From an optimization exercise on the open Yosys and OpenROAD flow, aimed at small area, a short achievable clock period and few clock cycles per item; shortcuts taken in it are not production practice. Function was checked by simulation only, so behaviour that the tests miss may differ from the original.

Design pi_ctrl, start of the top module:
module pi_ctrl (
    input  wire        clk,
    input  wire        rst,           
    input  wire        in_valid,
    output wire        in_ready,
    input  wire [31:0] ref_in,
    input  wire [31:0] fb_in,
    input  wire [31:0] trk_in,
    input  wire [31:0] trken_in,
    input  wire [31:0] lo_in,
    input  wire [31:0] hi_in,
    input  wire [4:0]  conn,          
    input  wire [31:0] kp,            
    input  wire [31:0] kit,           
    input  wire [31:0] lo_p,          
    input  wire [31:0] hi_p,          
    input  wire [4:0]  trk_bit,       
    input  wire        flag_clr,      
    output reg         out_valid,
    output reg  [31:0] y,
    output reg  [31:0] flg,
    output reg         sat
);
Settings: LEC_CHECK=0, ABC_AREA=1, ABC_CLOCK_PERIOD_IN_PS=10000, CAP_MARGIN=20, CORE_MARGIN=2, CORE_UTILIZATION=50, SETUP_SLACK_MARGIN=2, SLEW_MARGIN=20; clock period 44.0 ns.
standard.sh (not shown) runs the stock make flow with config.mk's settings and CLKGATE_MAP_FILE= SYNTH_SCRIPT=/design/flow/synth_recipe.tcl, a recipe that flattens the netlist after the stock synthesis.
==> flow/flow/run.sh <==
#!/bin/bash
# The standard layout, with plain buffers (buf_2) on the ports instead of
# the delay buffers buffer_ports would otherwise pick.
set -euo pipefail
export BUFFER_PORTS_ARGS="-buffer_cell sky130_fd_sc_hd__buf_2"
bash standard.sh > standard_flow.log 2>&1
Testbench counts at the start, summed over its fixed seeds: cycles 16,547, execs 16,000.
==> next run, changes <==
--- a/flow/design.v
+++ b/flow/design.v
@@ -20,102 +20,106 @@
     output reg  [31:0] y,
     output reg  [31:0] flg,
     output reg         sat
 );
     localparam signed [63:0] S64_MAX = 64'sh7FFF_FFFF_FFFF_FFFF;
     localparam signed [63:0] S64_MIN = -64'sh7FFF_FFFF_FFFF_FFFF - 64'sd1;
     reg        rst_q;
     always @(posedge clk) rst_q <= rst;
     reg        rdy_q;                 
     reg        rdy_o;                 
     reg        adjq;                  
     reg        v1;
-    reg [31:0] ref1, fb1, trk1, loi1, hii1, lop1, hip1, kp1, kit1;
-    reg [4:0]  conn1;
+    reg [31:0] ref1, fb1, trk1, trken1, loi1, hii1, lop1, hip1, kp1, kit1;
+    reg [4:0]  conn1, tbit1;
     reg        fclr1;
-    reg        track1;                
     assign in_ready = rdy_o;
     wire kp_same = v1 && (kp == kp1);
     always @(posedge clk) begin
         if (rst) begin
             rdy_q <= 1'b1;
             rdy_o <= 1'b1;
             adjq  <= 1'b0;
             v1    <= 1'b0;
         end else begin
             rdy_q <= !(in_valid && rdy_q && !kp_same);
             rdy_o <= !(in_valid && rdy_o && !kp_same);
             adjq  <= in_valid && !adjq && !kp_same;
             if (rdy_q) v1 <= in_valid;
         end
         if (rdy_q) begin
             ref1   <= ref_in;
             fb1    <= fb_in;
             trk1   <= trk_in;
-            track1 <= conn[2] && trken_in[trk_bit];
+            trken1 <= trken_in;
             loi1   <= lo_in;
             hii1   <= hi_in;
             lop1   <= lo_p;
             hip1   <= hi_p;
             kp1    <= kp;
             kit1   <= kit;
             conn1  <= conn;
+            tbit1  <= trk_bit;
             fclr1  <= flag_clr;
         end
     end
     wire adjA  = adjq;                
     wire normA = v1 && !adjq;         
+    reg signed [31:0] kpu;            
+    reg signed [31:0] eprev;          
     wire signed [31:0] ref_s = ref1;
     wire signed [31:0] fb_s  = conn1[0] ? fb1  : 32'd0;
     wire signed [31:0] trk_s = conn1[1] ? trk1 : 32'd0;
-    wire               tracking = track1;
+    wire               tracking = conn1[2] && trken1[tbit1];
     wire signed [32:0] e_full;
     wire               e_co;
     bk_add33 u_esub (.a({ref_s[31], ref_s}), .b(~{fb_s[31], fb_s}), .cin(1'b1), .s(e_full), .cout(e_co));
     wire signed [31:0] e = (e_full[32] != e_full[31]) ?
                            (e_full[32] ? 32'sh8000_0000 : 32'sh7FFF_FFFF) : e_full[31:0];
     wire signed [31:0] lo_ps = lop1;
     wire signed [31:0] hi_ps = hip1;
     wire signed [31:0] lo_is = loi1;
     wire signed [31:0] hi_is = hii1;
     wire signed [31:0] lo = (conn1[3] && lo_is > lo_ps) ? lo_is : lo_ps;
     wire signed [31:0] hi = (conn1[4] && hi_is < hi_ps) ? hi_is : hi_ps;
     wire signed [32:0] dkp;
     wire               dkp_co;
-    bk_add33 u_dkp (.a({kpb[31], kpb}), .b(~{kp1[31], kp1}), .cin(1'b1), .s(dkp), .cout(dkp_co));
+    bk_add33 u_dkp (.a({kpu[31], kpu}), .b(~{kp1[31], kp1}), .cin(1'b1), .s(dkp), .cout(dkp_co));
     wire kit_nz = |kit1;
     wire e_nz   = |e;
     wire dpos_a = kit_nz && e_nz && (kit1[31] == e[31]);
     wire dneg_a = kit_nz && e_nz && (kit1[31] != e[31]);
     reg        adjb, normb;
     reg [31:0] kpb, yb;
     reg [32:0] xb;
     reg [31:0] lob, hib, trkb;
     reg        trackb, fclrb, dposb, dnegb;
     always @(posedge clk) begin
         if (rst) begin
             adjb  <= 1'b0;
             normb <= 1'b0;
         end else begin
             adjb  <= adjA;
             normb <= normA;
         end
         if (rst_q) begin
-            kpb <= 32'd0;
-            yb  <= 32'd0;
+            kpu   <= 32'd0;
+            eprev <= 32'd0;
         end else if (normA) begin
-            kpb <= kp1;
-            yb  <= e;
+            kpu   <= kp1;
+            eprev <= e;
         end
+        kpb    <= kp1;
         xb     <= adjA ? dkp : {kit1[31], kit1};
+        yb     <= adjA ? eprev : e;
         lob    <= lo;
         hib    <= hi;
         trkb   <= trk_s;
         trackb <= tracking;
         fclrb  <= fclr1;
         dposb  <= dpos_a;
         dnegb  <= dneg_a;
     end
     wire [63:0] pa;                   
     wire [64:0] pb;                   
     pi_mul u_mul (.x0(kpb), .x1(xb), .y(yb), .p0(pa), .p1(pb));
     wire signed [31:0] lo_m  = lob;
Worst hold slack improves by 5.9 ps. Critical path depth is unchanged. Via count hardly moves. Setup slack degrades by 86 ps.
Testbench counts after the change, summed over its fixed seeds: cycles 16,547, execs 16,000.

## re-timing with driven ports
The flow's constraints put no driver on any port. The routed layouts listed below were extracted and timed again, unchanged, in two steps. Step 1, drivers: a clkbuf_16 drives clk and a buf_2 each remaining input, both assumed. Step 2 moves the port delays by t, midway between the first and last clock arrival at a register: inputs arrive t later, outputs are due t later. That takes back most of the time a late clock gives input paths. a / b / c = ideal ports / drivers / drivers and shift; a / b = the first two.
| run | shift t [ns] | setup slack, ns | worst hold slack (ns) | worst setup path after step 2 | slew at the worst register clock pin (ns) |
|---|---|---|---|---|---|
| the first run | 0.844 | 33.965 / 33.870 / 33.633 | 0.322 / 0.322 / 0.322 | input to register | 0.08 / 0.08 |
| the second run | 0.883 | 33.879 / 33.785 / 33.211 | 0.328 / 0.328 / 0.328 | input to register | 0.08 / 0.08 |
After both steps setup and hold are still met in every run listed. The setup slack of the second run, which loses most, moves by -0.094 ns with the drivers and by -0.668 ns with both steps.
